Background: an optimization exercise with open tools, aiming at small area and a short achievable clock period. Do not read the settings as production practice. Where RTL was checked, it was by simulation tests only, not by an equivalence proof against the original. The RTL of run 1 was laid out without a check of its function. No activity file was given, so power comes from the tool's default toggle rates.

File: flow/design.v
module knaha_alu (
    input  wire [3:0]  op,    
    input  wire        sub,   
    input  wire [15:0] x,
    input  wire [15:0] y,
    output reg  [15:0] res
);
    wire [16:0] r  = {x[15], x} + {y[15], y} + {16'h0000, sub};
    wire        ov = r[16] ^ r[15];
    wire [15:0] rs = ov ? {r[16], {15{~r[16]}}} : r[15:0];
    wire        lt = r[16];                                   
    wire [15:0] nv = ~y;                                      
    wire        shl = (op == 4'h9);
    wire        fill = (op == 4'hA) & x[15];
    wire [15:0] s0;
    genvar k;
    generate for (k = 0; k < 16; k = k + 1) begin : rev_in
        assign s0[k] = shl ? x[15-k] : x[k];
    end endgenerate
    wire [15:0] s1 = y[0] ? {fill, s0[15:1]} : s0;
    wire [15:0] s2 = y[1] ? {{2{fill}}, s1[15:2]} : s1;
    wire [15:0] s3 = y[2] ? {{4{fill}}, s2[15:4]} : s2;
    wire [15:0] s4 = y[3] ? {{8{fill}}, s3[15:8]} : s3;
    wire [15:0] sh;
    generate for (k = 0; k < 16; k = k + 1) begin : rev_out
        assign sh[k] = shl ? s4[15-k] : s4[k];
    end endgenerate
    always @(*) begin
        case (op)
            4'h1: res = y;
            4'h2, 4'h3: res = r[15:0];
            4'h4, 4'h5, 4'hF: res = rs;
            4'h6: res = x & y;
            4'h7: res = x | y;
            4'h8: res = x ^ y;
            4'h9, 4'hA, 4'hB: res = sh;
            4'hC: res = lt ? x : nv;
            4'hD: res = lt ? nv : x;
            4'hE: res = y[15] ? nv : rs;
            default: res = 16'h0000;
        endcase
    end
endmodule
module knaha_mac (
    input  wire        clk,
    input  wire        rst,
    input  wire        trig,      
    input  wire        accum,     
    input  wire        neg,       
    input  wire [15:0] m1,
    input  wire [15:0] m2,
    output reg  [39:0] acc,
    output wire        ready,     
    output wire        ready_n,   
    output wire        ovf        
);
    reg        s1_v, s2_v;
    reg        s1_acc, s1_neg, s2_acc, s2_neg;
    reg [15:0] s1_m1, s1_m2;
    reg [31:0] s2_p;
    assign ready   = ~s1_v & ~s2_v;
    assign ready_n = ~trig & ~s1_v;
    wire [31:0] prod;
    knaha_booth u_mul (.a(s1_m1), .b(s1_m2), .p(prod));
    always @(posedge clk) begin
        if (rst) begin
            s1_v <= 1'b0;
            s2_v <= 1'b0;
        end else begin
            s1_v <= trig;
            s2_v <= s1_v;
        end
        s1_acc <= accum;
        s1_neg <= neg;
        s1_m1  <= m1;
        s1_m2  <= m2;
        s2_acc <= s1_acc;
        s2_neg <= s1_neg;
        s2_p   <= prod ^ {32{s1_neg}};
    end
    wire [39:0] xa = s2_acc ? acc : 40'h0;
    wire [40:0] sum = {xa[39], xa} + {{9{s2_p[31]}}, s2_p} + {40'h0, s2_neg};
    wire sum_ovf = sum[40] ^ sum[39];
    wire [39:0] sum_sat = sum_ovf ? {sum[40], {39{~sum[40]}}} : sum[39:0];
    assign ovf = s2_v & sum_ovf;
    always @(posedge clk) begin
        if (rst)
            acc <= 40'h0;
        else if (s2_v)
            acc <= sum_sat;
    end
endmodule
module knaha_booth (
    input  wire [15:0] a,
    input  wire [15:0] b,
    output wire [31:0] p
);
    wire [16:0] bx = {b, 1'b0};
    wire [16:0] ax = {a[15], a};
    reg  [31:0] pp [0:7];
    reg  [15:0] nb;
    reg         one, two, dn;
    reg  [16:0] sel;
    integer i;
    always @(*) begin
        nb = 16'h0;
        for (i = 0; i < 8; i = i + 1) begin
            one = bx[2*i] ^ bx[2*i+1];
            two = (bx[2*i+2] & ~bx[2*i+1] & ~bx[2*i]) | (~bx[2*i+2] & bx[2*i+1] & bx[2*i]);
            dn  = bx[2*i+2];
            sel = (({17{one}} & ax) | ({17{two}} & {ax[15:0], 1'b0})) ^ {17{dn}};
            pp[i] = {15'b0, ~sel[16], sel[15:0]} << (2*i);
            nb[2*i] = dn;
        end
    end
    assign p = 32'haaab0000 + pp[0] + pp[1] + pp[2] + pp[3] + pp[4] + pp[5]
             + pp[6] + pp[7] + {16'h0, nb};
endmodule
module knaha_exec (
    input  wire        clk,
    input  wire        rst,         
    input  wire        mode_init,   
    input  wire [31:0] instr,       
    input  wire [15:0] ext_a,       
    input  wire [15:0] ext_b,       
    input  wire [15:0] dx,          
    input  wire [15:0] dy,          
    output wire        wa_en,       
    output wire [7:0]  wa_dst,
    output wire [15:0] wa_data,
    output wire        wb_en,       
    output wire [7:0]  wb_dst,
    output wire [15:0] wb_data,
    output wire        dmac_go,     
    output wire [3:0]  pred         
);
    reg [15:0] gp [0:15];
    reg [15:0] alu_a;
    reg [3:0]  alu_op_r;     
    reg        alu_sub_r;
    reg [15:0] alu_x_r;
    reg [15:0] alu_y_r;
    reg [15:0] cmp_a;
    reg [1:0]  cmp_p;
    reg [15:0] mac_a;
    reg [2:0]  g;            
    reg        g3;           
    reg        mode;         
    reg        st_drop, st_ovf;
    wire [39:0] acc;
    wire        mac_ready;
    wire [15:0] alu_res;
    wire g3_eff = mode ? mac_ready : g3;
    wire [3:0] gv = {g3_eff, g};
    assign pred = gv;
    wire        paired = instr[31];
    wire        imm    = ~paired & instr[26];
    wire [7:0]  src_a = paired ? {2'b00, instr[28:23]} : instr[25:18];
    wire [7:0]  dst_a = paired ? {1'b0, instr[22:16]}
                               : (imm ? instr[9:2] : instr[17:10]);
    wire [5:0]  src_b = instr[13:8];
    wire [6:0]  dst_b = instr[7:1];
    reg ca;
    always @(*) begin
        case (instr[29:27])
            3'd0: ca = 1'b1;
            3'd1: ca = gv[0];
            3'd2: ca = gv[1];
            3'd3: ca = gv[2];
            3'd4: ca = gv[3];
            3'd5: ca = gv[0] & gv[1];
            3'd6: ca = gv[2] & gv[3];
            default: ca = gv[0] | gv[1];
        endcase
    end
    wire ga_long  = instr[30] ^ ca;
    wire ga_short = short_ok(instr[30:29], gv[1:0]);
    wire gb_short = short_ok(instr[15:14], gv[1:0]);
    function short_ok(input [1:0] c, input [1:0] p);
        case (c)
            2'd0: short_ok = 1'b1;
            2'd1: short_ok = p[0];
            2'd2: short_ok = p[1];
            default: short_ok = ~p[0];
        endcase
    endfunction
    wire exec_a = ~rst & (paired ? ga_short : ga_long);
    wire exec_b = ~rst & paired & gb_short;
    wire [26:0] sq = {acc[39], acc[39:14]} + 27'd1;   
    wire        sq_ok = (sq[26:17] == {10{sq[16]}});
    wire [15:0] mac_sat = sq_ok ? sq[16:1] : {sq[26], {15{~sq[26]}}};
    wire [15:0] mac_stat = {12'h000, mac_ready, mode, st_drop, st_ovf};
    localparam NS = 29;
    function [NS-1:0] src_dec(input [7:0] s);
        integer j;
        reg hi0;
        begin
            hi0 = s[7:6] == 2'b00;
            for (j = 0; j < 16; j = j + 1)
                src_dec[j] = s == 8'h08 + ((j - 8) & 15);    
            src_dec[16] = s == 8'h18;                         
            src_dec[17] = s == 8'h19;                         
            src_dec[18] = s == 8'h1A;                         
            src_dec[19] = s == 8'h1B;                         
            src_dec[20] = s == 8'h1C;                         
            src_dec[21] = s == 8'h1D;                         
            src_dec[22] = (s >= 8'h1E && s <= 8'h30) || s == 8'h32;   
            src_dec[23] = s == 8'h31;                         
            src_dec[24] = hi0 && s[5:2] == 4'h0 && (s[1:0] != 2'b00);  
            src_dec[25] = hi0 && s[5:1] == 5'b00001;          
            src_dec[26] = hi0 && (s[5:0] == 6'h02 || s[5:0] == 6'h04);  
            src_dec[27] = 1'b0;
            src_dec[28] = 1'b0;
        end
    endfunction
    function [15:0] src_mux(input [NS-1:0] d, input [15:0] ext);
        integer j;
        begin
            src_mux = 16'h0000;
            for (j = 0; j < 16; j = j + 1)
                src_mux = src_mux | (gp[j] & {16{d[j]}});
            src_mux = src_mux
                | (alu_res               & {16{d[16]}})
                | ({12'h000, gv}         & {16{d[17]}})
                | (acc[31:16]            & {16{d[18]}})
                | (acc[15:0]             & {16{d[19]}})
                | (mac_sat               & {16{d[20]}})
                | ({{8{acc[39]}}, acc[39:32]} & {16{d[21]}})
                | (ext                   & {16{d[22]}})
                | (mac_stat              & {16{d[23]}})
                | {d[26], {14{d[25]}}, d[24]};
        end
    endfunction
    wire [NS-1:0] sd_long  = src_dec(instr[25:18]);
    wire [NS-1:0] sd_short = src_dec({2'b00, instr[28:23]});
    wire [NS-1:0] sd_a = paired ? sd_short : (sd_long & {NS{~instr[26]}});
    wire [15:0] val_a = src_mux(sd_a, ext_a) | (instr[25:10] & {16{imm}});
    wire [15:0] val_b = src_mux(src_dec({2'b00, src_b}), ext_b);
    assign wa_en   = exec_a;
    assign wa_dst  = dst_a;
    assign wa_data = val_a;
    assign wb_en   = exec_b;
    assign wb_dst  = {1'b0, dst_b};
    assign wb_data = val_b;
    function wsel_b(input [7:0] d);
        wsel_b = exec_b && {1'b0, dst_b} == d;
    endfunction
    function wsel_a(input [7:0] d);
        wsel_a = exec_a && dst_a == d && !(exec_b && {1'b0, dst_b} == d);
    endfunction
    function [15:0] wr16(input [15:0] q, input sb, input sa);
        wr16 = (q & {16{~(sb | sa)}}) | (val_b & {16{sb}}) | (val_a & {16{sa}});
    endfunction
    wire [15:0] alu_a_n = wr16(alu_a, wsel_b(8'h18), wsel_a(8'h18));
    wire [15:0] cmp_a_n = wr16(cmp_a, wsel_b(8'h28), wsel_a(8'h28));
    wire [15:0] mac_a_n = wr16(mac_a, wsel_b(8'h34), wsel_a(8'h34));
    wire [15:0] cmp_p_w = wr16({14'h0, cmp_p}, wsel_b(8'h29), wsel_a(8'h29));
    wire [1:0]  cmp_p_n = cmp_p_w[1:0];
    wire mode_wr_b = wsel_b(8'h3B);
    wire mode_wr_a = wsel_a(8'h3B);
    wire mode_n = mode_wr_b ? (val_b == 16'd1) :
                  mode_wr_a ? (val_a == 16'd1) : mode;
    wire alu_tb = exec_b && dst_b >= 7'h19 && dst_b <= 7'h27;
    wire alu_ta = exec_a && dst_a >= 8'h19 && dst_a <= 8'h27 && !alu_tb;
    wire        alu_t  = alu_tb | alu_ta;
    wire [3:0]  alu_op = alu_tb ? {~dst_b[3], dst_b[2:0]} : {~dst_a[3], dst_a[2:0]};
    wire cmp_tb = exec_b && dst_b >= 7'h2A && dst_b <= 7'h33;
    wire cmp_ta = exec_a && dst_a >= 8'h2A && dst_a <= 8'h33 && !cmp_tb;
    wire        cmp_t  = cmp_tb | cmp_ta;
    wire [3:0]  cmp_op = cmp_tb ? dst_b[3:0] : dst_a[3:0];
    wire [15:0] cmp_v  = (val_b & {16{cmp_tb}}) | (val_a & {16{~cmp_tb}});
    wire mac_tb = exec_b && dst_b >= 7'h35 && dst_b <= 7'h3A;
    wire mac_ta = exec_a && dst_a >= 8'h35 && dst_a <= 8'h3A && !mac_tb;
    wire        mac_t  = mac_tb | mac_ta;
    wire [2:0]  mac_op = mac_tb ? dst_b[2:0] : dst_a[2:0];    
    wire [15:0] mac_v  = (val_b & {16{mac_tb}}) | (val_a & {16{~mac_tb}});
    knaha_alu u_alu (.op(alu_op_r), .sub(alu_sub_r), .x(alu_x_r), .y(alu_y_r),
                     .res(alu_res));
    wire alu_neg = (alu_op == 4'hE) | (alu_op == 4'hF);     
    wire alu_sub = (alu_op == 4'h3) | (alu_op == 4'h5) | (alu_op == 4'hC) |
                   (alu_op == 4'hD) | alu_neg;
    wire [15:0] alu_v = (val_b & {16{alu_tb}}) | (val_a & {16{~alu_tb}});
    wire [15:0] alu_x = alu_a_n & {16{~alu_neg}};
    wire [15:0] alu_y = alu_v ^ {16{alu_sub}};
    reg [15:0] tl, tg;
    integer t, u;
    always @(*) begin
        tl = {1'b0, ~cmp_a_n[14:0] & cmp_v[14:0]};
        tg = {1'b0, cmp_a_n[14:0] & ~cmp_v[14:0]};
        for (t = 8; t >= 1; t = t / 2)
            for (u = 0; u < t; u = u + 1) begin
                tl[u] = tl[2*u+1] | (~tg[2*u+1] & tl[2*u]);
                tg[u] = tg[2*u+1] | (~tl[2*u+1] & tg[2*u]);
            end
    end
    wire        l15 = ~cmp_a_n[15] & cmp_v[15];
    wire        g15 = cmp_a_n[15] & ~cmp_v[15];
    wire        ltu = l15 | (~g15 & tl[0]);
    wire        lts = g15 | (~l15 & tl[0]);
    wire        eq  = ~(l15 | g15 | tl[0] | tg[0]);
    reg cmp_r;
    always @(*) begin
        case (cmp_op)
            4'hA: cmp_r = lts;
            4'hB: cmp_r = lts | eq;
            4'hC: cmp_r = eq;
            4'hD: cmp_r = ~eq;
            4'hE: cmp_r = ~lts;
            4'hF: cmp_r = ~(lts | eq);
            4'h0: cmp_r = ltu;
            4'h1: cmp_r = ~ltu;
            default: cmp_r = cmp_v != 16'd0;       
        endcase
    end
    wire       pset = cmp_t && cmp_op == 4'h3;
    wire [3:0] pwr_en  = !cmp_t ? 4'b0000 :
                         pset   ? 4'b1111 : (4'b0001 << cmp_p_n);
    wire [3:0] pwr_val = pset ? cmp_v[3:0] : {4{cmp_r}};
    wire mac_drop = mac_t & mode & ~mac_ready;
    wire mac_acc  = mac_t & ~mac_drop;
    wire mac_ovf;
    wire ready_n;    
    wire op_dmac = mac_op == 3'd0;
    assign dmac_go = mac_acc && op_dmac;
    reg        k_acc, k_neg;
    reg [15:0] k_m1, k_m2;
    always @(*) begin
        k_m1 = mac_a_n;
        k_m2 = mac_v;
        case (mac_op)
            3'd5: begin k_acc = 1'b0; k_neg = 1'b0; end           
            3'd6: begin k_acc = 1'b1; k_neg = 1'b0; end           
            3'd7: begin k_acc = 1'b1; k_neg = 1'b1; end           
            3'd0: begin                                           
                k_m1 = dx; k_m2 = dy;
                k_acc = ~mac_v[4]; k_neg = mac_v[5];
            end
            3'd1: begin                                           
                k_m1 = 16'h8000; k_acc = 1'b0; k_neg = 1'b1;
            end
            default: begin                                        
                k_m2 = 16'h0000; k_acc = 1'b0; k_neg = 1'b0;
            end
        endcase
    end
    knaha_mac u_mac (
        .clk(clk), .rst(rst),
        .trig(mac_acc), .accum(k_acc), .neg(k_neg), .m1(k_m1), .m2(k_m2),
        .acc(acc), .ready(mac_ready), .ready_n(ready_n), .ovf(mac_ovf)
    );
    integer i;
    always @(posedge clk) begin
        for (i = 0; i < 16; i = i + 1)
            gp[i] <= wr16(gp[i] & {16{~rst}}, wsel_b(8'h08 + i), wsel_a(8'h08 + i));
        alu_a <= alu_a_n & {16{~rst}};
        cmp_a <= cmp_a_n & {16{~rst}};
        cmp_p <= cmp_p_n & {2{~rst}};
        mac_a <= mac_a_n & {16{~rst}};
        if (rst)
            alu_op_r <= 4'h0;        
        else if (alu_t)
            alu_op_r <= alu_op;
        if (alu_t) begin
            alu_sub_r <= alu_sub;
            alu_x_r   <= alu_x;
            alu_y_r   <= alu_y;
        end
        if (rst) begin
            g       <= 3'b000;
            g3      <= mode_init;    
            mode    <= mode_init;
            st_drop <= 1'b0;
            st_ovf  <= 1'b0;
        end else begin
            for (i = 0; i < 3; i = i + 1)
                if (pwr_en[i])
                    g[i] <= pwr_val[i];
            if (mode_n)
                g3 <= ready_n;
            else if (!mode && pwr_en[3])
                g3 <= pwr_val[3];
            mode <= mode_n;
            if (mac_drop)
                st_drop <= 1'b1;
            if (mac_ovf)
                st_ovf <= 1'b1;
        end
    end
endmodule
File: flow/constraint.sdc
create_clock -name core_clock -period 11.0 [get_ports {clk}]
set_input_delay 2.2000 -clock core_clock [delete_from_list [all_inputs] [get_ports {clk}]]
set_output_delay 2.2000 -clock core_clock [all_outputs]
set_load 0.01 [all_outputs]
File: flow/config.mk
export PLATFORM = sky130hd
export DESIGN_NAME = knaha_exec
export DESIGN_NICKNAME = knaha_exec
export VERILOG_FILES = /design/flow/design.v
export SDC_FILE = /design/flow/constraint.sdc
export NUM_CORES = 4
export LEC_CHECK = 0
export CAP_MARGIN = 20
export CORE_MARGIN = 2
export CORE_UTILIZATION = 50
export PLACE_DENSITY = 0.65
export SETUP_SLACK_MARGIN = 3.5
export SLEW_MARGIN = 20
File: flow/run.sh
#!/bin/bash
# synth_recipe.tcl (not shown) runs the flow's synth.tcl, then flattens the netlist and writes it again
# the make line also repeats each setting of config.mk as NAME=value (left out here)
make -C /OpenROAD-flow-scripts/flow DESIGN_CONFIG=/design/flow/config.mk WORK_HOME=/design/flow/orfs CLKGATE_MAP_FILE= SYNTH_SCRIPT=/design/flow/synth_recipe.tcl finish
==> results of run 1 <==
-- final cells by class --
type	count	area (um2)
Clock buffer	71	1500
Clock inverter	31	459
Fill cell	8343	37200
Inverter	420	1610
Multi-Input combinational cell	4732	33300
Tap cell	1176	1470
Timing Repair Buffer	535	4900
Sequential cell	460	9570
Antenna cell	18	45.0
-- cell usage after synthesis, types with 41 or more instances --
master | number | area [um2]
nor3_1 | 99 | 495
mux2i_1 | 124 | 1240
buf_1 | 54 | 203
o21ai_0 | 753 | 3770
nor2b_1 | 71 | 444
ha_1 | 157 | 1960
xor2_1 | 59 | 517
and2_1 | 68 | 425
nor2_1 | 470 | 1760
nand4_1 | 69 | 432
a21o_1 | 41 | 308
inv_1 | 408 | 1530
a221oi_1 | 95 | 832
nand3_1 | 118 | 591
a22oi_1 | 229 | 1720
o22ai_1 | 97 | 607
a211oi_1 | 99 | 743
mux2_2 | 41 | 462
nand3b_1 | 43 | 323
a22o_1 | 56 | 490
a21oi_1 | 314 | 1570
xnor2_1 | 96 | 841
dfxtp_1 | 426 | 8530
maj3_1 | 89 | 891
o211ai_1 | 218 | 1640
and3_1 | 49 | 307
nand2b_1 | 59 | 369
nand2_1 | 502 | 1880
clkbuf_1 | 534 | 2000
fa_1 | 88 | 1760
-- cell usage in the layout, fill, tap and decap left out, types with 101 or more instances in the layout --
| cell | count |
|---|---|
| a21oi_1 | 309 |
| a22oi_1 | 227 |
| buf_4 | 320 |
| clkdlybuf4s50_1 | 101 |
| dfxtp_1 | 409 |
| ha_1 | 154 |
| inv_1 | 397 |
| mux2i_1 | 117 |
| nand2_1 | 467 |
| nand3_1 | 107 |
| nor2_1 | 451 |
| o211ai_1 | 218 |
| o21ai_0 | 739 |
-- worst max-delay path, cell delays in order --
cell and delay (ps):
clkdlybuf4s15_2 240, bufbuf_16 330, nor2b_1 150, buf_6 210, a32oi_4 260, nand4_1 350, a2111oi_4 340, and4_1 290
o2111ai_2 250, or3_4 490, dlygate4sd2_1 310
-- per-stage QoR --
| step | std cells | util [%] | total power, mW | hold WS [ps] | setup WS, ps |
|---|---|---|---|---|---|
| final | 7443 | 58.7 | 9.58 | 336 | 3340 |
| after detailed placement | 7164 | 53.2 | 7.25 | 318 | 1450 |
| after floorplan | 6235 | - | 5.74 | 310 | 3550 |
| after global routing | 7429 | 58.7 | 10.1 | 346 | 3420 |
| after global placement | 7164 | 53.2 | 7.14 | 316 | 1410 |
| after CTS | 7388 | 58.0 | 9.39 | 334 | 3440 |
-- worst min-delay path by stage --
stage,from,end,cells after the start
after CTS,u_mac.s1_acc$_DFF_P_,u_mac.s2_acc$_DFF_P_,0
after global placement,u_mac.s1_acc$_DFF_P_,u_mac.s2_acc$_DFF_P_,0
after detailed placement,u_mac.s1_acc$_DFF_P_,u_mac.s2_acc$_DFF_P_,0
final,u_mac.s1_acc$_DFF_P_,u_mac.s2_acc$_DFF_P_,0
after global routing,u_mac.s1_acc$_DFF_P_,u_mac.s2_acc$_DFF_P_,0
after floorplan,u_mac.s1_acc$_DFF_P_,u_mac.s2_acc$_DFF_P_,0
-- metal layers --
metal  wire length (um)  part of all wire [%]  global-route usage, %  vias up
li1                   -                     -                      -    22907
met1              89000                    36                   61.7    25541
met2              95200                    39                   69.1     4394
met3              39400                    16                   23.8     1234
met4              21300                   8.7                   34.1       12
met5                105                 0.043                   1.24        -
-- cell families (layout without fill, tap and decap cells) --
| kind of cell | Yosys count | in the layout | synth area share (%) |
|---|---|---|---|
| other cells | 1 | 19 | 0.00826 |
| flops | 460 | 460 | 21.0 |
| xor+xnor | 155 | 155 | 2.99 |
| fa+ha+maj | 335 | 335 | 10.2 |
| buf+inv | 1043 | 1057 | 8.80 |
| mux | 177 | 177 | 4.32 |
| compound gates | 2321 | 2321 | 33.9 |
| simple gates | 1743 | 1743 | 18.8 |
-- power groups by stage --
stage | Clock [mW] | Sequential [mW] | Combinational, mW
floorplan | 0 | 1.92 | 3.82
global placement | 0 | 1.96 | 5.18
detailed placement | 0 | 1.96 | 5.29
CTS | 2.00 | 1.93 | 5.47
global route | 2.07 | 1.94 | 6.08
finish | 2.01 | 1.93 | 5.64
-- timing repair --
item / 4_1_cts / 5_1_grt
endpoints found under the setup margin: 42 / 41
cloned: 4 / 1
pin swaps: 64 / 43
resized for setup: 395 / 102
hold buffers: 0 / 0
buffers inserted: 118 / 36
==> results.json, run 1 <==
{
  "r2r-end": "u_mac.s2_p[30]$_DFF_P_",
  "wire_per_inst_um": 32.9,
  "p_switching_mw": 4.23,
  "core_mm2": 0.0900,
  "htreeDepth": 2,
  "worstSetupPathType": "in2out",
  "syn_inst": 6235,
  "ys_warn_count": 6,
  "io_buffers": 151,
  "rsz0062_at_grt": "true",
  "gp_congestion": 1.14,
  "syn_area_mm2": 0.0454,
  "grt_util_all_layers_pct": 50.3,
  "required_ps": 8800,
  "synthArstFlopShare_pct": 0,
  "cts_max_path_buffers": 3,
  "finClkSkew_ps": 88.1,
  "ff2ff_setup_slack_ps": 3730,
  "first_iter_violations": 9449,
  "clkTransAtPathRegs_ps": 60,
  "final_nets": 6547,
  "die_h_um": 305,
  "synthFlopType": "dfxtp_1",
  "hpwl_mm": 168,
  "cts_sinks": 460,
  "largestRegisters": "gp (256), u_mac.acc (40), u_mac.s2_p (32)",
  "fin_area_mm2": 0.0528,
  "grt_pass1_wl_mm": 345,
  "status": "timing/DRC/antenna clean",
  "relSlewSlack_pct": 11.8,
  "drt_wl_total_mm": 245,
  "peakVddDrop_v": 0.00106,
  "cp_max_fo": 17,
  "drc": 0,
  "finalSetupTns_ps": 0,
  "start_util_pct": 50.5,
  "setup_viol": 0,
  "reg2reg_depth": 24,
  "ant_nets": 0,
  "combPwrFrac_pct": 58.8,
  "grt_pass1_vias": 48385,
  "p_int_mw": 5.36,
  "numCtsBuffers": 54,
  "hold_viol": 0,
  "first_pass_iters": 20,
  "leakage_nw": 19.2,
  "synth_edf_count": 34,
  "p_clk_share_pct": 21.0,
  "r2r-start": "u_mac.s1_m2[8]$_DFF_P_",
  "worstMarginPinSlew_ps": 1310,
  "clk_latency_ps": 740,
  "ys_seq_area_share_pct": 21.0,
  "largest_reg_flops": 256,
  "synth-seq-cells": 460,
  "synthesis.nets": 6579,
  "grt-ovfl-total": 0,
  "cts_tree": "done",
  "hp-class": "reg2reg",
  "slew_violations": 0,
  "die_area_mm2": 0.0933,
  "start_kind": "primary input",
  "cap_violations": 0,
  "netlist-cell-type-count": 110,
  "area_growth_pct": 16.3,
  "grt_max_degree": 233,
  "via_count": 54088,
  "fmax_ghz": 0.131,
  "worstSetupEndpointType": "primary output",
  "startpoint": "instr[26]",
  "post-route-period-util_pct": 69.6,
  "powerDensity_mw_per_mm2": 181,
  "drive_gt1_share_pct": 13.9,
  "die_x_um": 305,
  "seqPwrFrac_pct": 20.2,
  "regMostFlops": "gp",
  "place_area_mm2": 0.0479,
  "ios": 154,
  "avgSynthCellArea_um2": 7.29,
  "swShare_pct": 44.1,
  "viasPerCell": 7.27,
  "rows": 110,
  "antenna_found_initial": 17,
  "period_minus_slack_ps": 7660,
  "root_buffer": "clkbuf_16",
  "critical_path.endpoint": "wa_data[1]",
  "cp.arrival_ps": 5460
}
==> run 2, diff against run 1 <==
--- a/flow/design.v
+++ b/flow/design.v
@@ -80,5 +80,6 @@
     end
     wire [39:0] xa = s2_acc ? acc : 40'h0;
-    wire [40:0] sum = {xa[39], xa} + {{9{s2_p[31]}}, s2_p} + {40'h0, s2_neg};
+    wire [40:0] sum;
+    knaha_add #(41) u_acc_add (.a({xa[39], xa}), .b({{9{s2_p[31]}}, s2_p}), .ci(s2_neg), .s(sum));
     wire sum_ovf = sum[40] ^ sum[39];
     wire [39:0] sum_sat = sum_ovf ? {sum[40], {39{~sum[40]}}} : sum[39:0];
@@ -98,22 +99,300 @@
     wire [16:0] bx = {b, 1'b0};
     wire [16:0] ax = {a[15], a};
-    reg  [31:0] pp [0:7];
-    reg  [15:0] nb;
-    reg         one, two, dn;
-    reg  [16:0] sel;
-    integer i;
-    always @(*) begin
-        nb = 16'h0;
-        for (i = 0; i < 8; i = i + 1) begin
-            one = bx[2*i] ^ bx[2*i+1];
-            two = (bx[2*i+2] & ~bx[2*i+1] & ~bx[2*i]) | (~bx[2*i+2] & bx[2*i+1] & bx[2*i]);
-            dn  = bx[2*i+2];
-            sel = (({17{one}} & ax) | ({17{two}} & {ax[15:0], 1'b0})) ^ {17{dn}};
-            pp[i] = {15'b0, ~sel[16], sel[15:0]} << (2*i);
-            nb[2*i] = dn;
+    wire [17:0] ay = {a[15], a, 1'b0};    
+    wire one0 = bx[0] ^ bx[1];
+    wire two0 = (bx[2] & ~bx[1] & ~bx[0]) | (~bx[2] & bx[1] & bx[0]);
+    wire dn0 = bx[2];
+    wire [16:0] sel0 = (({17{one0}} & ax) | ({17{two0}} & ay[16:0])) ^ {17{dn0}};
+    wire one1 = bx[2] ^ bx[3];
+    wire two1 = (bx[4] & ~bx[3] & ~bx[2]) | (~bx[4] & bx[3] & bx[2]);
+    wire dn1 = bx[4];
+    wire [16:0] sel1 = (({17{one1}} & ax) | ({17{two1}} & ay[16:0])) ^ {17{dn1}};
+    wire one2 = bx[4] ^ bx[5];
+    wire two2 = (bx[6] & ~bx[5] & ~bx[4]) | (~bx[6] & bx[5] & bx[4]);
+    wire dn2 = bx[6];
+    wire [16:0] sel2 = (({17{one2}} & ax) | ({17{two2}} & ay[16:0])) ^ {17{dn2}};
+    wire one3 = bx[6] ^ bx[7];
+    wire two3 = (bx[8] & ~bx[7] & ~bx[6]) | (~bx[8] & bx[7] & bx[6]);
+    wire dn3 = bx[8];
+    wire [16:0] sel3 = (({17{one3}} & ax) | ({17{two3}} & ay[16:0])) ^ {17{dn3}};
+    wire one4 = bx[8] ^ bx[9];
+    wire two4 = (bx[10] & ~bx[9] & ~bx[8]) | (~bx[10] & bx[9] & bx[8]);
+    wire dn4 = bx[10];
+    wire [16:0] sel4 = (({17{one4}} & ax) | ({17{two4}} & ay[16:0])) ^ {17{dn4}};
+    wire one5 = bx[10] ^ bx[11];
+    wire two5 = (bx[12] & ~bx[11] & ~bx[10]) | (~bx[12] & bx[11] & bx[10]);
+    wire dn5 = bx[12];
+    wire [16:0] sel5 = (({17{one5}} & ax) | ({17{two5}} & ay[16:0])) ^ {17{dn5}};
+    wire one6 = bx[12] ^ bx[13];
+    wire two6 = (bx[14] & ~bx[13] & ~bx[12]) | (~bx[14] & bx[13] & bx[12]);
+    wire dn6 = bx[14];
+    wire [16:0] sel6 = (({17{one6}} & ax) | ({17{two6}} & ay[16:0])) ^ {17{dn6}};
+    wire one7 = bx[14] ^ bx[15];
+    wire two7 = (bx[16] & ~bx[15] & ~bx[14]) | (~bx[16] & bx[15] & bx[14]);
+    wire dn7 = bx[16];
+    wire [16:0] sel7 = (({17{one7}} & ax) | ({17{two7}} & ay[16:0])) ^ {17{dn7}};
+    wire hs0 = sel0[10] ^ sel1[8];
+    wire hc0 = sel0[10] & sel1[8];
+    wire hs1 = sel0[11] ^ sel1[9];
+    wire hc1 = sel0[11] & sel1[9];
+    wire fs2 = sel0[12] ^ sel1[10] ^ sel2[8];
+    wire fc2 = (sel0[12] & sel1[10]) | (sel0[12] & sel2[8]) | (sel1[10] & sel2[8]);
+    wire hs3 = sel3[6] ^ sel4[4];
+    wire hc3 = sel3[6] & sel4[4];
+    wire fs4 = sel0[13] ^ sel1[11] ^ sel2[9];
+    wire fc4 = (sel0[13] & sel1[11]) | (sel0[13] & sel2[9]) | (sel1[11] & sel2[9]);
+    wire hs5 = sel3[7] ^ sel4[5];
+    wire hc5 = sel3[7] & sel4[5];
+    wire fs6 = sel0[14] ^ sel1[12] ^ sel2[10];
+    wire fc6 = (sel0[14] & sel1[12]) | (sel0[14] & sel2[10]) | (sel1[12] & sel2[10]);
+    wire fs7 = sel3[8] ^ sel4[6] ^ sel5[4];
+    wire fc7 = (sel3[8] & sel4[6]) | (sel3[8] & sel5[4]) | (sel4[6] & sel5[4]);
+    wire hs8 = sel6[2] ^ sel7[0];
+    wire hc8 = sel6[2] & sel7[0];
+    wire fs9 = sel0[15] ^ sel1[13] ^ sel2[11];
+    wire fc9 = (sel0[15] & sel1[13]) | (sel0[15] & sel2[11]) | (sel1[13] & sel2[11]);
+    wire fs10 = sel3[9] ^ sel4[7] ^ sel5[5];
+    wire fc10 = (sel3[9] & sel4[7]) | (sel3[9] & sel5[5]) | (sel4[7] & sel5[5]);
+    wire hs11 = sel6[3] ^ sel7[1];
+    wire hc11 = sel6[3] & sel7[1];
+    wire fs12 = sel0[16] ^ sel1[14] ^ sel2[12];
+    wire fc12 = (sel0[16] & sel1[14]) | (sel0[16] & sel2[12]) | (sel1[14] & sel2[12]);
+    wire fs13 = sel3[10] ^ sel4[8] ^ sel5[6];
+    wire fc13 = (sel3[10] & sel4[8]) | (sel3[10] & sel5[6]) | (sel4[8] & sel5[6]);
+    wire hs14 = sel6[4] ^ sel7[2];
+    wire hc14 = sel6[4] & sel7[2];
+    wire fs15 = sel0[16] ^ sel1[15] ^ sel2[13];
+    wire fc15 = (sel0[16] & sel1[15]) | (sel0[16] & sel2[13]) | (sel1[15] & sel2[13]);
+    wire fs16 = sel3[11] ^ sel4[9] ^ sel5[7];
+    wire fc16 = (sel3[11] & sel4[9]) | (sel3[11] & sel5[7]) | (sel4[9] & sel5[7]);
+    wire hs17 = sel6[5] ^ sel7[3];
+    wire hc17 = sel6[5] & sel7[3];
+    wire fs18 = ~sel0[16] ^ ~sel1[16] ^ sel2[14];
+    wire fc18 = (~sel0[16] & ~sel1[16]) | (~sel0[16] & sel2[14]) | (~sel1[16] & sel2[14]);
+    wire fs19 = sel3[12] ^ sel4[10] ^ sel5[8];
+    wire fc19 = (sel3[12] & sel4[10]) | (sel3[12] & sel5[8]) | (sel4[10] & sel5[8]);
+    wire hs20 = sel6[6] ^ sel7[4];
+    wire hc20 = sel6[6] & sel7[4];
+    wire fs21 = 1'b1 ^ sel2[15] ^ sel3[13];
+    wire fc21 = (1'b1 & sel2[15]) | (1'b1 & sel3[13]) | (sel2[15] & sel3[13]);
+    wire fs22 = sel4[11] ^ sel5[9] ^ sel6[7];
+    wire fc22 = (sel4[11] & sel5[9]) | (sel4[11] & sel6[7]) | (sel5[9] & sel6[7]);
+    wire fs23 = ~sel2[16] ^ sel3[14] ^ sel4[12];
+    wire fc23 = (~sel2[16] & sel3[14]) | (~sel2[16] & sel4[12]) | (sel3[14] & sel4[12]);
+    wire hs24 = 1'b1 ^ sel3[15];
+    wire hc24 = 1'b1 & sel3[15];
+    wire hs25 = sel0[6] ^ sel1[4];
+    wire hc25 = sel0[6] & sel1[4];
+    wire hs26 = sel0[7] ^ sel1[5];
+    wire hc26 = sel0[7] & sel1[5];
+    wire fs27 = sel0[8] ^ sel1[6] ^ sel2[4];
+    wire fc27 = (sel0[8] & sel1[6]) | (sel0[8] & sel2[4]) | (sel1[6] & sel2[4]);
+    wire hs28 = sel3[2] ^ sel4[0];
+    wire hc28 = sel3[2] & sel4[0];
+    wire fs29 = sel0[9] ^ sel1[7] ^ sel2[5];
+    wire fc29 = (sel0[9] & sel1[7]) | (sel0[9] & sel2[5]) | (sel1[7] & sel2[5]);
+    wire hs30 = sel3[3] ^ sel4[1];
+    wire hc30 = sel3[3] & sel4[1];
+    wire fs31 = hs0 ^ sel2[6] ^ sel3[4];
+    wire fc31 = (hs0 & sel2[6]) | (hs0 & sel3[4]) | (sel2[6] & sel3[4]);
+    wire fs32 = sel4[2] ^ sel5[0] ^ dn5;
+    wire fc32 = (sel4[2] & sel5[0]) | (sel4[2] & dn5) | (sel5[0] & dn5);
+    wire fs33 = hs1 ^ sel2[7] ^ sel3[5];
+    wire fc33 = (hs1 & sel2[7]) | (hs1 & sel3[5]) | (sel2[7] & sel3[5]);
+    wire fs34 = sel4[3] ^ sel5[1] ^ hc0;
+    wire fc34 = (sel4[3] & sel5[1]) | (sel4[3] & hc0) | (sel5[1] & hc0);
+    wire fs35 = fs2 ^ hs3 ^ sel5[2];
+    wire fc35 = (fs2 & hs3) | (fs2 & sel5[2]) | (hs3 & sel5[2]);
+    wire fs36 = sel6[0] ^ dn6 ^ hc1;
+    wire fc36 = (sel6[0] & dn6) | (sel6[0] & hc1) | (dn6 & hc1);
+    wire fs37 = fs4 ^ hs5 ^ sel5[3];
+    wire fc37 = (fs4 & hs5) | (fs4 & sel5[3]) | (hs5 & sel5[3]);
+    wire fs38 = sel6[1] ^ fc2 ^ hc3;
+    wire fc38 = (sel6[1] & fc2) | (sel6[1] & hc3) | (fc2 & hc3);
+    wire fs39 = fs6 ^ fs7 ^ hs8;
+    wire fc39 = (fs6 & fs7) | (fs6 & hs8) | (fs7 & hs8);
+    wire fs40 = dn7 ^ fc4 ^ hc5;
+    wire fc40 = (dn7 & fc4) | (dn7 & hc5) | (fc4 & hc5);
+    wire fs41 = fs9 ^ fs10 ^ hs11;
+    wire fc41 = (fs9 & fs10) | (fs9 & hs11) | (fs10 & hs11);
+    wire fs42 = fc6 ^ fc7 ^ hc8;
+    wire fc42 = (fc6 & fc7) | (fc6 & hc8) | (fc7 & hc8);
+    wire fs43 = fs12 ^ fs13 ^ hs14;
+    wire fc43 = (fs12 & fs13) | (fs12 & hs14) | (fs13 & hs14);
+    wire fs44 = fc9 ^ fc10 ^ hc11;
+    wire fc44 = (fc9 & fc10) | (fc9 & hc11) | (fc10 & hc11);
+    wire fs45 = fs15 ^ fs16 ^ hs17;
+    wire fc45 = (fs15 & fs16) | (fs15 & hs17) | (fs16 & hs17);
+    wire fs46 = fc12 ^ fc13 ^ hc14;
+    wire fc46 = (fc12 & fc13) | (fc12 & hc14) | (fc13 & hc14);
+    wire fs47 = fs18 ^ fs19 ^ hs20;
+    wire fc47 = (fs18 & fs19) | (fs18 & hs20) | (fs19 & hs20);
+    wire fs48 = fc15 ^ fc16 ^ hc17;
+    wire fc48 = (fc15 & fc16) | (fc15 & hc17) | (fc16 & hc17);
+    wire fs49 = fs21 ^ fs22 ^ sel7[5];
+    wire fc49 = (fs21 & fs22) | (fs21 & sel7[5]) | (fs22 & sel7[5]);
+    wire fs50 = fc18 ^ fc19 ^ hc20;
+    wire fc50 = (fc18 & fc19) | (fc18 & hc20) | (fc19 & hc20);
+    wire fs51 = fs23 ^ sel5[10] ^ sel6[8];
+    wire fc51 = (fs23 & sel5[10]) | (fs23 & sel6[8]) | (sel5[10] & sel6[8]);
+    wire fs52 = sel7[6] ^ fc21 ^ fc22;
+    wire fc52 = (sel7[6] & fc21) | (sel7[6] & fc22) | (fc21 & fc22);
+    wire fs53 = hs24 ^ sel4[13] ^ sel5[11];
+    wire fc53 = (hs24 & sel4[13]) | (hs24 & sel5[11]) | (sel4[13] & sel5[11]);
+    wire fs54 = sel6[9] ^ sel7[7] ^ fc23;
+    wire fc54 = (sel6[9] & sel7[7]) | (sel6[9] & fc23) | (sel7[7] & fc23);
+    wire fs55 = ~sel3[16] ^ sel4[14] ^ sel5[12];
+    wire fc55 = (~sel3[16] & sel4[14]) | (~sel3[16] & sel5[12]) | (sel4[14] & sel5[12]);
+    wire fs56 = sel6[10] ^ sel7[8] ^ hc24;
+    wire fc56 = (sel6[10] & sel7[8]) | (sel6[10] & hc24) | (sel7[8] & hc24);
+    wire fs57 = 1'b1 ^ sel4[15] ^ sel5[13];
+    wire fc57 = (1'b1 & sel4[15]) | (1'b1 & sel5[13]) | (sel4[15] & sel5[13]);
+    wire hs58 = sel6[11] ^ sel7[9];
+    wire hc58 = sel6[11] & sel7[9];
+    wire fs59 = ~sel4[16] ^ sel5[14] ^ sel6[12];
+    wire fc59 = (~sel4[16] & sel5[14]) | (~sel4[16] & sel6[12]) | (sel5[14] & sel6[12]);
+    wire hs60 = 1'b1 ^ sel5[15];
+    wire hc60 = 1'b1 & sel5[15];
+    wire hs61 = sel0[4] ^ sel1[2];
+    wire hc61 = sel0[4] & sel1[2];
+    wire hs62 = sel0[5] ^ sel1[3];
+    wire hc62 = sel0[5] & sel1[3];
+    wire fs63 = hs25 ^ sel2[2] ^ sel3[0];
+    wire fc63 = (hs25 & sel2[2]) | (hs25 & sel3[0]) | (sel2[2] & sel3[0]);
+    wire fs64 = hs26 ^ sel2[3] ^ sel3[1];
+    wire fc64 = (hs26 & sel2[3]) | (hs26 & sel3[1]) | (sel2[3] & sel3[1]);
+    wire fs65 = fs27 ^ hs28 ^ dn4;
+    wire fc65 = (fs27 & hs28) | (fs27 & dn4) | (hs28 & dn4);
+    wire fs66 = fs29 ^ hs30 ^ fc27;
+    wire fc66 = (fs29 & hs30) | (fs29 & fc27) | (hs30 & fc27);
+    wire fs67 = fs31 ^ fs32 ^ fc29;
+    wire fc67 = (fs31 & fs32) | (fs31 & fc29) | (fs32 & fc29);
+    wire fs68 = fs33 ^ fs34 ^ fc31;
+    wire fc68 = (fs33 & fs34) | (fs33 & fc31) | (fs34 & fc31);
+    wire fs69 = fs35 ^ fs36 ^ fc33;
+    wire fc69 = (fs35 & fs36) | (fs35 & fc33) | (fs36 & fc33);
+    wire fs70 = fs37 ^ fs38 ^ fc35;
+    wire fc70 = (fs37 & fs38) | (fs37 & fc35) | (fs38 & fc35);
+    wire fs71 = fs39 ^ fs40 ^ fc37;
+    wire fc71 = (fs39 & fs40) | (fs39 & fc37) | (fs40 & fc37);
+    wire fs72 = fs41 ^ fs42 ^ fc39;
+    wire fc72 = (fs41 & fs42) | (fs41 & fc39) | (fs42 & fc39);
+    wire fs73 = fs43 ^ fs44 ^ fc41;
+    wire fc73 = (fs43 & fs44) | (fs43 & fc41) | (fs44 & fc41);
+    wire fs74 = fs45 ^ fs46 ^ fc43;
+    wire fc74 = (fs45 & fs46) | (fs45 & fc43) | (fs46 & fc43);
+    wire fs75 = fs47 ^ fs48 ^ fc45;
+    wire fc75 = (fs47 & fs48) | (fs47 & fc45) | (fs48 & fc45);
+    wire fs76 = fs49 ^ fs50 ^ fc47;
+    wire fc76 = (fs49 & fs50) | (fs49 & fc47) | (fs50 & fc47);
+    wire fs77 = fs51 ^ fs52 ^ fc49;
+    wire fc77 = (fs51 & fs52) | (fs51 & fc49) | (fs52 & fc49);
+    wire fs78 = fs53 ^ fs54 ^ fc51;
+    wire fc78 = (fs53 & fs54) | (fs53 & fc51) | (fs54 & fc51);
+    wire fs79 = fs55 ^ fs56 ^ fc53;
+    wire fc79 = (fs55 & fs56) | (fs55 & fc53) | (fs56 & fc53);
+    wire fs80 = fs57 ^ hs58 ^ fc55;
+    wire fc80 = (fs57 & hs58) | (fs57 & fc55) | (hs58 & fc55);
+    wire fs81 = fs59 ^ sel7[10] ^ fc57;
+    wire fc81 = (fs59 & sel7[10]) | (fs59 & fc57) | (sel7[10] & fc57);
+    wire fs82 = hs60 ^ sel6[13] ^ sel7[11];
+    wire fc82 = (hs60 & sel6[13]) | (hs60 & sel7[11]) | (sel6[13] & sel7[11]);
+    wire fs83 = ~sel5[16] ^ sel6[14] ^ sel7[12];
+    wire fc83 = (~sel5[16] & sel6[14]) | (~sel5[16] & sel7[12]) | (sel6[14] & sel7[12]);
+    wire hs84 = 1'b1 ^ sel6[15];
+    wire hc84 = 1'b1 & sel6[15];
+    wire hs85 = sel0[2] ^ sel1[0];
+    wire hc85 = sel0[2] & sel1[0];
+    wire hs86 = sel0[3] ^ sel1[1];
+    wire hc86 = sel0[3] & sel1[1];
+    wire fs87 = hs61 ^ sel2[0] ^ dn2;
+    wire fc87 = (hs61 & sel2[0]) | (hs61 & dn2) | (sel2[0] & dn2);
+    wire fs88 = hs62 ^ sel2[1] ^ hc61;
+    wire fc88 = (hs62 & sel2[1]) | (hs62 & hc61) | (sel2[1] & hc61);
+    wire fs89 = fs63 ^ dn3 ^ hc62;
+    wire fc89 = (fs63 & dn3) | (fs63 & hc62) | (dn3 & hc62);
+    wire fs90 = fs64 ^ hc25 ^ fc63;
+    wire fc90 = (fs64 & hc25) | (fs64 & fc63) | (hc25 & fc63);
+    wire fs91 = fs65 ^ hc26 ^ fc64;
+    wire fc91 = (fs65 & hc26) | (fs65 & fc64) | (hc26 & fc64);
+    wire fs92 = fs66 ^ hc28 ^ fc65;
+    wire fc92 = (fs66 & hc28) | (fs66 & fc65) | (hc28 & fc65);
+    wire fs93 = fs67 ^ hc30 ^ fc66;
+    wire fc93 = (fs67 & hc30) | (fs67 & fc66) | (hc30 & fc66);
+    wire fs94 = fs68 ^ fc32 ^ fc67;
+    wire fc94 = (fs68 & fc32) | (fs68 & fc67) | (fc32 & fc67);
+    wire fs95 = fs69 ^ fc34 ^ fc68;
+    wire fc95 = (fs69 & fc34) | (fs69 & fc68) | (fc34 & fc68);
+    wire fs96 = fs70 ^ fc36 ^ fc69;
+    wire fc96 = (fs70 & fc36) | (fs70 & fc69) | (fc36 & fc69);
+    wire fs97 = fs71 ^ fc38 ^ fc70;
+    wire fc97 = (fs71 & fc38) | (fs71 & fc70) | (fc38 & fc70);
+    wire fs98 = fs72 ^ fc40 ^ fc71;
+    wire fc98 = (fs72 & fc40) | (fs72 & fc71) | (fc40 & fc71);
+    wire fs99 = fs73 ^ fc42 ^ fc72;
+    wire fc99 = (fs73 & fc42) | (fs73 & fc72) | (fc42 & fc72);
+    wire fs100 = fs74 ^ fc44 ^ fc73;
+    wire fc100 = (fs74 & fc44) | (fs74 & fc73) | (fc44 & fc73);
+    wire fs101 = fs75 ^ fc46 ^ fc74;
+    wire fc101 = (fs75 & fc46) | (fs75 & fc74) | (fc46 & fc74);
+    wire fs102 = fs76 ^ fc48 ^ fc75;
+    wire fc102 = (fs76 & fc48) | (fs76 & fc75) | (fc48 & fc75);
+    wire fs103 = fs77 ^ fc50 ^ fc76;
+    wire fc103 = (fs77 & fc50) | (fs77 & fc76) | (fc50 & fc76);
+    wire fs104 = fs78 ^ fc52 ^ fc77;
+    wire fc104 = (fs78 & fc52) | (fs78 & fc77) | (fc52 & fc77);
+    wire fs105 = fs79 ^ fc54 ^ fc78;
+    wire fc105 = (fs79 & fc54) | (fs79 & fc78) | (fc54 & fc78);
+    wire fs106 = fs80 ^ fc56 ^ fc79;
+    wire fc106 = (fs80 & fc56) | (fs80 & fc79) | (fc56 & fc79);
+    wire fs107 = fs81 ^ hc58 ^ fc80;
+    wire fc107 = (fs81 & hc58) | (fs81 & fc80) | (hc58 & fc80);
+    wire fs108 = fs82 ^ fc59 ^ fc81;
+    wire fc108 = (fs82 & fc59) | (fs82 & fc81) | (fc59 & fc81);
+    wire fs109 = fs83 ^ hc60 ^ fc82;
+    wire fc109 = (fs83 & hc60) | (fs83 & fc82) | (hc60 & fc82);
+    wire fs110 = hs84 ^ sel7[13] ^ fc83;
+    wire fc110 = (hs84 & sel7[13]) | (hs84 & fc83) | (sel7[13] & fc83);
+    wire fs111 = ~sel6[16] ^ sel7[14] ^ hc84;
+    wire fc111 = (~sel6[16] & sel7[14]) | (~sel6[16] & hc84) | (sel7[14] & hc84);
+    wire hs112 = 1'b1 ^ sel7[15];
+    wire hc112 = 1'b1 & sel7[15];
+    wire [31:0] ra = {1'b1, ~sel7[16], hs112, fs111, fs110, fs109, fs108, fs107, fs106, fs105, fs104, fs103, fs102, fs101, fs100, fs99, fs98, fs97, fs96, fs95, fs94, fs93, fs92, fs91, fs90, fs89, fs88, fs87, hs86, hs85, sel0[1], sel0[0]};
+    wire [31:0] rb = {1'b0, hc112, fc111, fc110, fc109, fc108, fc107, fc106, fc105, fc104, fc103, fc102, fc101, fc100, fc99, fc98, fc97, fc96, fc95, fc94, fc93, fc92, fc91, fc90, fc89, fc88, fc87, hc86, hc85, dn1, 1'b0, dn0};
+    knaha_add #(32) u_cpa (.a(ra), .b(rb), .ci(1'b0), .s(p));
+endmodule
+module knaha_add #(parameter W = 8) (
+    input  wire [W-1:0] a,
+    input  wire [W-1:0] b,
+    input  wire         ci,
+    output wire [W-1:0] s
+);
+    function integer half_pow2(input integer n);     
+        integer k;
+        begin
+            half_pow2 = 1;
+            for (k = 1; k < n; k = k * 2)
+                half_pow2 = k;
         end
+    endfunction
+    localparam integer DS = half_pow2(W);              
+    reg [W-1:0] g, p;
+    integer d, i;
+    always @(*) begin
+        p = a ^ b;
+        g = a & b;
+        g[0] = g[0] | (p[0] & ci);
+        for (d = 1; d < W; d = d * 2)
+            for (i = 2 * d - 1; i < W; i = i + 2 * d) begin
+                g[i] = g[i] | (p[i] & g[i-d]);
+                p[i] = p[i] & p[i-d];
+            end
+        for (d = DS; d >= 1; d = d / 2)
+            for (i = 3 * d - 1; i < W; i = i + 2 * d) begin
+                g[i] = g[i] | (p[i] & g[i-d]);
+                p[i] = p[i] & p[i-d];
+            end
     end
-    assign p = 32'haaab0000 + pp[0] + pp[1] + pp[2] + pp[3] + pp[4] + pp[5]
-             + pp[6] + pp[7] + {16'h0, nb};
+    assign s = (a ^ b) ^ {g[W-2:0], ci};
 endmodule
 module knaha_exec (
@@ -187,5 +466,6 @@
     wire exec_a = ~rst & (paired ? ga_short : ga_long);
     wire exec_b = ~rst & paired & gb_short;
-    wire [26:0] sq = {acc[39], acc[39:14]} + 27'd1;   
+    wire [26:0] sq;                                     
+    knaha_add #(27) u_sat_inc (.a({acc[39], acc[39:14]}), .b(27'd0), .ci(1'b1), .s(sq));
     wire        sq_ok = (sq[26:17] == {10{sq[16]}});
     wire [15:0] mac_sat = sq_ok ? sq[16:1] : {sq[26], {15{~sq[26]}}};
==> flow/flow/run.sh (new file) <==
#!/bin/bash
# The standard layout with a freer resizer: cells may change footprint, port
# buffers start as buf_2 and delay cells are not used. The synthesis is the
# standard one, run unchanged.
set -euo pipefail
DU="$(sed -n '/^export DONT_USE_CELLS += /,/^#/p' $FLOW_HOME/platforms/sky130hd/config.mk | grep -o 'sky130_fd_sc_hd__[a-z0-9_]*' | tr '\n' ' ')"
DU="$DU sky130_fd_sc_hd__clkdlybuf4s15_1 sky130_fd_sc_hd__clkdlybuf4s15_2 sky130_fd_sc_hd__clkdlybuf4s18_1 sky130_fd_sc_hd__clkdlybuf4s18_2 sky130_fd_sc_hd__clkdlybuf4s25_1 sky130_fd_sc_hd__clkdlybuf4s25_2 sky130_fd_sc_hd__clkdlybuf4s50_1 sky130_fd_sc_hd__clkdlybuf4s50_2 sky130_fd_sc_hd__dlygate4sd1_1 sky130_fd_sc_hd__dlygate4sd2_1 sky130_fd_sc_hd__dlygate4sd3_1 sky130_fd_sc_hd__dlymetal6s2s_1 sky130_fd_sc_hd__dlymetal6s4s_1 sky130_fd_sc_hd__dlymetal6s6s_1"
echo "DONT_USE_CELLS=$DU" > dont_use.log
bash standard.sh synth > synth_run.log 2>&1
bash standard.sh MATCH_CELL_FOOTPRINT=0 "DONT_USE_CELLS=$DU" \
    "BUFFER_PORTS_ARGS=-buffer_cell sky130_fd_sc_hd__buf_2" finish > finish_run.log 2>&1
==> flow/standard.sh (new file) <==
#!/bin/bash
# synth_recipe.tcl (not shown) runs the flow's synth.tcl, then flattens the netlist and writes it again
# the make line also repeats each setting of config.mk as NAME=value (left out here)
make -C /OpenROAD-flow-scripts/flow DESIGN_CONFIG=/design/flow/config.mk WORK_HOME=/design/flow/orfs CLKGATE_MAP_FILE= SYNTH_SCRIPT=/design/flow/synth_recipe.tcl "${@:-finish}"
--- a/flow/config.mk
+++ b/flow/config.mk
@@ -6,8 +6,9 @@
 export NUM_CORES = 4
 export LEC_CHECK = 0
+export ABC_AREA = 1
 export CAP_MARGIN = 20
 export CORE_MARGIN = 2
 export CORE_UTILIZATION = 50
 export PLACE_DENSITY = 0.65
-export SETUP_SLACK_MARGIN = 3.5
+export SETUP_SLACK_MARGIN = 4.0
 export SLEW_MARGIN = 20
removed: flow/run.sh
==> results.json, run 2 <==
{
  "worstMarginPinSlew_ps": 1430,
  "avgSynthCellArea_um2": 6.83,
  "hold_viol": 0,
  "p_clk_share_pct": 22.7,
  "setup_viol": 0,
  "gr-usage-met3_pct": 31.1,
  "synthesis.nets": 5887,
  "fmax_ghz": 0.139,
  "startpoint": "instr[10]",
  "busiest_layer": "met2",
  "finalSetupTns_ps": 0,
  "p_total_mw": 8.64,
  "drt_wl_total_mm": 224,
  "grt_max_degree": 67,
  "rows": 100,
  "drc": 0,
  "ios": 154,
  "start_util_pct": 50.7,
  "wire_per_inst_um": 33.0,
  "core_mm2": 0.0746,
  "synth_area_leaders": "dfxtp_1 23%, nand2_1 14%, inv_1 7.0%",
  "critical_path.endpoint": "wb_data[6]",
  "htreeDepth": 2,
  "seqPwrFrac_pct": 22.9,
  "grt_util_all_layers_pct": 55.6,
  "hpwl_mm": 162,
  "r2r-start": "alu_x_r[0]$_DFFE_PP_",
  "ant_nets": 0,
  "yosys.area.top_type": "dfxtp_1",
  "finClkSkew_ps": 29.8,
  "layout_commonest_cell": "nand2_1",
  "grt_pass1_vias": 40787,
  "clkTransAtPathRegs_ps": 60,
  "cp_max_fo": 8,
  "grt_pass1_wl_mm": 307,
  "ys_top_cells_by_count": "1,459 x nand2_1, 704 x inv_1, 426 x dfxtp_1",
  "first_pass_iters": 12,
  "stdcell_count": 6798,
  "die_x_um": 279,
  "start_kind": "primary input",
  "ys_seq_area_share_pct": 25.3,
  "holdBufCountCts": 0,
  "cts_max_path_buffers": 3,
  "largest_reg_flops": 256,
  "via_count": 46371,
  "numCtsBuffers": 55,
  "cap_violations": 0,
  "grt-ovfl-total": 0,
  "synthArstFlopShare_pct": 0,
  "viasPerCell": 6.82,
  "swShare_pct": 47.1,
  "required_ps": 8800,
  "area_growth_pct": 15.5,
  "drive_gt1_share_pct": 13.5,
  "cts_sinks": 460,
  "rsz0062_at_grt": "true",
  "use_met2_pct": 74.7,
  "finish.utilization_pct": 58.5,
  "dp_cells": 6494,
  "slew_violations": 0,
  "io_buffers": 151,
  "syn_inst": 5529,
  "p_switching_mw": 4.07,
  "gp_congestion": 1.23,
  "synth.most_common_cell": "nand2_1",
  "fin_ws_ps": 3790,
  "die_h_um": 279,
  "synth_top_area_share_pct": 22.6,
  "powerDensity_mw_per_mm2": 198,
  "p_int_mw": 4.57,
  "worstSetupPathType": "in2out",
  "cts_tree": "done",
  "dpl_worst_slack_ps": 1550,
  "worstSetupEndpointType": "primary output",
  "mostFrequentLayoutCells": "1,422 x nand2_1, 678 x inv_1, 415 x dfxtp_1",
  "hp-class": "reg2reg",
  "clk_latency_ps": 660,
  "combPwrFrac_pct": 54.4,
  "status": "timing/DRC/antenna clean",
  "final_nets": 6124,
  "synth-seq-cells": 460,
  "relSlewSlack_pct": 4.05,
  "largestRegisters": "gp (256), u_mac.acc (40), u_mac.s2_p (32)",
  "root_buffer": "clkbuf_16",
  "regMostFlops": "gp",
  "antenna_found_initial": 31,
  "synthFlopType": "dfxtp_1",
  "netlist-cell-type-count": 82,
  "period_minus_slack_ps": 7210,
  "ys_warn_count": 7,
  "r2r-end": "g3$_DFFE_PP_",
  "met1_usage_pct": 65.8,
  "synth_edf_count": 34,
  "cp.arrival_ps": 5010,
  "leakage_nw": 19.1,
  "post-route-period-util_pct": 65.5,
  "syn_area_mm2": 0.0378,
  "peakVddDrop_v": 0.00162,
  "ff2ff_setup_slack_ps": 4170,
  "first_iter_violations": 8048,
  "die_area_mm2": 0.0778,
  "reg2reg_depth": 25,
  "nFillCells": 7031
}
-- run 2: cell count changes after synthesis, moves of 137 or more --
cell,previous run,this run
o21ai_0,753,261
inv_1,408,704
nand2_1,502,1459
nand3_1,118,305
o221ai_1,19,158
xor2_1,59,196
o211ai_1,218,47
clkbuf_1,534,197
a21oi_1,314,131
-- run 2: how the worst min path moves through the flow --
| stage | from | endpoint | slack (ps) | depth (start not counted) |
|---|---|---|---|---|
| after floorplan | u_mac.s1_acc$_DFF_P_ | u_mac.s2_acc$_DFF_P_ | 310 | 0 |
| after global placement | u_mac.s1_acc$_DFF_P_ | u_mac.s2_acc$_DFF_P_ | 390 | 0 |
| after detailed placement | u_mac.s1_acc$_DFF_P_ | u_mac.s2_acc$_DFF_P_ | 380 | 0 |
| after CTS | u_mac.s1_acc$_DFF_P_ | u_mac.s2_acc$_DFF_P_ | 400 | 0 |
| after global routing | u_mac.s1_acc$_DFF_P_ | u_mac.s2_acc$_DFF_P_ | 390 | 0 |
| final | u_mac.s1_acc$_DFF_P_ | u_mac.s2_acc$_DFF_P_ | 400 | 0 |
-- run 2: stage by stage --
| step | cell area (um2) | hold WS [ps] |
|---|---|---|
| after detailed placement | 39200 | 379 |
| after global placement | 39200 | 393 |
| after CTS | 42500 | 396 |
| after global routing | 43600 | 394 |
| final | 43600 | 397 |
| after floorplan | 37800 | 310 |
-- run 2: worst max-delay path, cell delays in order --
cell and delay (ps):
buf_2 140, nor2_2 410, nand4_1 720, o211ai_1 860
nor3_4 180, nand3_2 280, buf_2 190
-- run 2: per-layer routing --
| layer | vias to the layer above | wire length (um) |
|---|---|---|
| met2 | 4421 | 84100 |
| met5 | - | 723 |
| met3 | 1238 | 39400 |
| met1 | 21529 | 77400 |
| met4 | 38 | 22400 |
| li1 | 19145 | - |
-- run 2: cells by family after synthesis --
| family | after synthesis | synth area share (%) |
|---|---|---|
| compound gates | 1179 | 21.2 |
| flops | 460 | 25.3 |
| mux | 4 | 0.106 |
| fa+ha+maj | 259 | 11.0 |
| other cells | 1 | 0.00993 |
| buf+inv | 1043 | 10.8 |
| xor+xnor | 235 | 5.45 |
| simple gates | 2348 | 26.1 |
-- run 2: repair_timing --
action | 4_1_cts | 5_1_grt
pin swaps | 27 | 29
gates resized for setup | 218 | 164
setup buffers | 91 | 88
endpoints found under the hold margin | 0 | 0
setup endpoints to repair | 75 | 65
cloned | 2 | 1
-- run 2: layout make-up --
class / instances / area, um2 / area share [%]
clock inverter: 32 / 362 / 0.829
timing repair inverter: 1 / 5.00 / 0.0115
sequential: 460 / 9580 / 22.0
antenna: 19 / 47.5 / 0.109
timing repair buffer: 452 / 2420 / 5.55
clock buffer: 69 / 1500 / 3.44
tap: 969 / 1210 / 2.78
inverter: 768 / 3000 / 6.87
multi-input combinational: 4028 / 25500 / 58.5
-- run 2: power groups by stage --
stage | clock network [mW] | logic [mW] | registers, mW
6_report | 1.96 | 4.70 | 1.98
5_1_grt | 2.00 | 4.97 | 1.99
4_1_cts | 1.93 | 4.49 | 1.98
3_5_place_dp | 0 | 4.34 | 2.01
3_3_place_gp | 0 | 4.25 | 2.01
2_1_floorplan | 0 | 2.72 | 1.93
==> run 3, diff against run 2 <==
--- a/flow/config.mk
+++ b/flow/config.mk
@@ -7,8 +7,8 @@
 export LEC_CHECK = 0
 export ABC_AREA = 1
-export CAP_MARGIN = 20
+export CAP_MARGIN = 30
 export CORE_MARGIN = 2
 export CORE_UTILIZATION = 50
-export PLACE_DENSITY = 0.65
+export PLACE_DENSITY = 0.6
 export SETUP_SLACK_MARGIN = 4.0
-export SLEW_MARGIN = 20
+export SLEW_MARGIN = 30
==> results.json, run 3 <==
{
  "setup_viol": 0,
  "grt-ovfl-total": 0,
  "finish.utilization_pct": 58.5,
  "synthFlopType": "dfxtp_1",
  "p_total_mw": 8.83,
  "finalSetupTns_ps": 0,
  "grt_max_degree": 67,
  "synth_top_area_share_pct": 22.6,
  "avgSynthCellArea_um2": 6.83,
  "p_int_mw": 4.71,
  "synthesis.nets": 5887,
  "clkTransAtPathRegs_ps": 60,
  "io_buffers": 151,
  "period_minus_slack_ps": 7220,
  "netlist-cell-type-count": 82,
  "drc": 0,
  "drt_wl_total_mm": 222,
  "swShare_pct": 46.7,
  "syn_area_mm2": 0.0378,
  "grt_util_all_layers_pct": 55.2,
  "p_switching_mw": 4.13,
  "ys_top_cells_by_count": "1,459 x nand2_1, 704 x inv_1, 426 x dfxtp_1",
  "clk_latency_ps": 680,
  "hp-class": "reg2reg",
  "largestRegisters": "gp (256), u_mac.acc (40), u_mac.s2_p (32)",
  "finClkSkew_ps": 69.0,
  "slew_violations": 0,
  "synth_edf_count": 34,
  "grt_pass1_vias": 40921,
  "cts_max_path_buffers": 3,
  "gp_congestion": 1.19,
  "ios": 154,
  "leakage_nw": 19.0,
  "status": "timing/DRC/antenna clean",
  "seqPwrFrac_pct": 22.5,
  "nFillCells": 7212,
  "worstSetupPathType": "in2out",
  "synth-seq-cells": 460,
  "mostFrequentLayoutCells": "1,422 x nand2_1, 680 x inv_1, 417 x dfxtp_1",
  "regMostFlops": "gp",
  "worstSetupEndpointType": "primary output",
  "whs_ps": 414,
  "first_iter_violations": 8494,
  "start_util_pct": 50.7,
  "yosys.area.top_type": "dfxtp_1",
  "layout_commonest_cell": "nand2_1",
  "htreeDepth": 2,
  "first_pass_iters": 10,
  "relSlewSlack_pct": 15.8,
  "required_ps": 8800,
  "start_kind": "primary input",
  "cp.arrival_ps": 5020,
  "cts_sinks": 460,
  "rows": 100,
  "cap_violations": 0,
  "grt_pass1_wl_mm": 305,
  "final_nets": 6115,
  "ant_nets": 0,
  "root_buffer": "clkbuf_16",
  "synth_area_leaders": "dfxtp_1 23%, nand2_1 14%, inv_1 7.0%",
  "numCtsBuffers": 53,
  "viasPerCell": 6.77,
  "via_count": 45898,
  "peakVddDrop_v": 0.00103,
  "fmax_ghz": 0.138,
  "die_area_mm2": 0.0778,
  "syn_inst": 5529,
  "ys_seq_area_share_pct": 25.3,
  "wire_per_inst_um": 32.7,
  "hold_viol": 0,
  "rsz0062_at_grt": "true",
  "ys_warn_count": 7,
  "combPwrFrac_pct": 53.9,
  "hpwl_mm": 161,
  "core_mm2": 0.0746,
  "synth.most_common_cell": "nand2_1",
  "powerDensity_mw_per_mm2": 203,
  "holdBufCountCts": 0,
  "area_growth_pct": 15.4,
  "cp_max_fo": 9,
  "die_x_um": 279,
  "post-route-period-util_pct": 65.6,
  "drive_gt1_share_pct": 13.7,
  "p_clk_share_pct": 23.6,
  "synthArstFlopShare_pct": 0,
  "largest_reg_flops": 256,
  "worstMarginPinSlew_ps": 1260,
  "die_h_um": 279,
  "cts_tree": "done",
  "antenna_found_initial": 27
}
==> run 3: cell types whose count changed in the layout (fill, tap and decap cells not counted), sizes merged <==
cell      before   now
inv          730   731
nand2       1479  1478
clkinvlp      29    35
diode         19    13
bufinv         6    13
buf          418   399
clkinv        36    28
clkbuf       103   108
==> run 3: cell families (layout without fill, tap and decap cells) <==
kind of cell	count (synthesis)	count (layout)	synth area share [%]
fa+ha+maj	259	259	11.0
simple gates	2348	2349	26.1
mux	4	4	0.106
xor+xnor	235	235	5.45
buf+inv	1043	1314	10.8
other cells	1	14	0.00993
flops	460	460	25.3
compound gates	1179	1179	21.2
==> run 3: layer usage <==
layer | vias up | GRT usage, % | share of wire [%]
li1 | 19116 | - | -
met1 | 21402 | 65.2 | 34
met2 | 4155 | 73.7 | 37
met3 | 1189 | 29.5 | 18
met4 | 36 | 42.7 | 10
met5 | - | 4.57 | 0.39
==> run 3: layout make-up <==
cell class	instances	area (um2)	share of cell area (%)
clock buffer	62	1410	3.24
sequential	460	9580	22.0
timing repair buffer	445	2340	5.37
multi-input combinational	4027	25400	58.3
antenna	13	32.5	0.0746
timing repair inverter	2	10.0	0.0230
clock inverter	37	587	1.35
tap	969	1210	2.78
inverter	768	3010	6.91
==> run 3: power groups by stage <==
| stage | registers (mW) | logic (mW) | clock network [mW] |
|---|---|---|---|
| 2_1_floorplan | 1.93 | 2.72 | 0 |
| 3_3_place_gp | 2.02 | 4.26 | 0 |
| 3_5_place_dp | 2.02 | 4.37 | 0 |
| 4_1_cts | 1.99 | 4.55 | 2.06 |
| 5_1_grt | 2.00 | 5.04 | 2.12 |
| 6_report | 1.99 | 4.76 | 2.08 |
==> run 3: stage by stage <==
| stage | instance area [um2] | instances | worst slack [ps] |
|---|---|---|---|
| finish | 43600 | 6783 | 3780 |
| global route | 43600 | 6773 | 3880 |
| CTS | 42700 | 6691 | 3840 |
| detailed placement | 39300 | 6495 | 1230 |
| global placement | 39200 | 6494 | 1220 |
| floorplan | 37800 | 5529 | 4080 |
==> run 3: final timing paths <==
check | start | end | slack (ps) | depth (start not counted)
min reg2reg | u_mac.s1_acc$_DFF_P_ | u_mac.s2_acc$_DFF_P_ | 410 | 0
max | instr[13] | wb_data[9] | 3780 | 13
max reg2reg | u_mac.acc[17]$_SDFFE_PP0P_ | g3$_DFFE_PP_ | 4290 | 34
min | u_mac.s1_acc$_DFF_P_ | u_mac.s2_acc$_DFF_P_ | 410 | 0
==> run 3: timing repair <==
| action | in CTS | in global routing |
|---|---|---|
| setup endpoints to repair | 76 | 45 |
| buffers inserted | 94 | 77 |
| gates cloned | 3 | 0 |
| resized for setup | 232 | 128 |
| pin swaps | 33 | 23 |
==> run 3: worst max-delay path, cell delays in order <==
cell	delay, ps
buf_2	170
inv_1	130
nand2_4	150
nor2_1	110
nand2_1	150
inv_1	200
nand2_2	170
o21ai_0	150
a221oi_2	700
o2111ai_2	270
nor2_2	190
nand3_4	210
buf_2	220

separate check: timing with driven ports:
The results above use ideal ports. As a check the final layouts listed here were re-extracted and re-timed, cells and wires unchanged. Step 1 assumes that a clkbuf_16 drives the clock port and a buf_2 every other input. Step 2 moves the port delays by t, midway between the first and last clock arrival at a register: inputs arrive t later, outputs are due t later. That takes back most of the time a late clock gives input paths. Three values: no drivers, after step 1, after step 2; two values: the first two.
run	shift t [ns]	setup WS [ns]	hold WS [ns]	latest minus earliest clock arrival (ns)
run 1	0.768	3.342 / 3.318 / 2.950	0.336 / 0.336 / 0.336	0.088 / 0.089
run 2	0.719	3.790 / 3.766 / 3.180	0.397 / 0.397 / 0.397	0.030 / 0.030
run 3	0.722	3.779 / 3.751 / 3.479	0.414 / 0.414 / 0.414	0.069 / 0.069
After both steps every run listed still meets setup and hold. For run 2, which loses most, drivers alone change the setup slack by -0.024 ns; drivers and shift together by -0.610 ns.
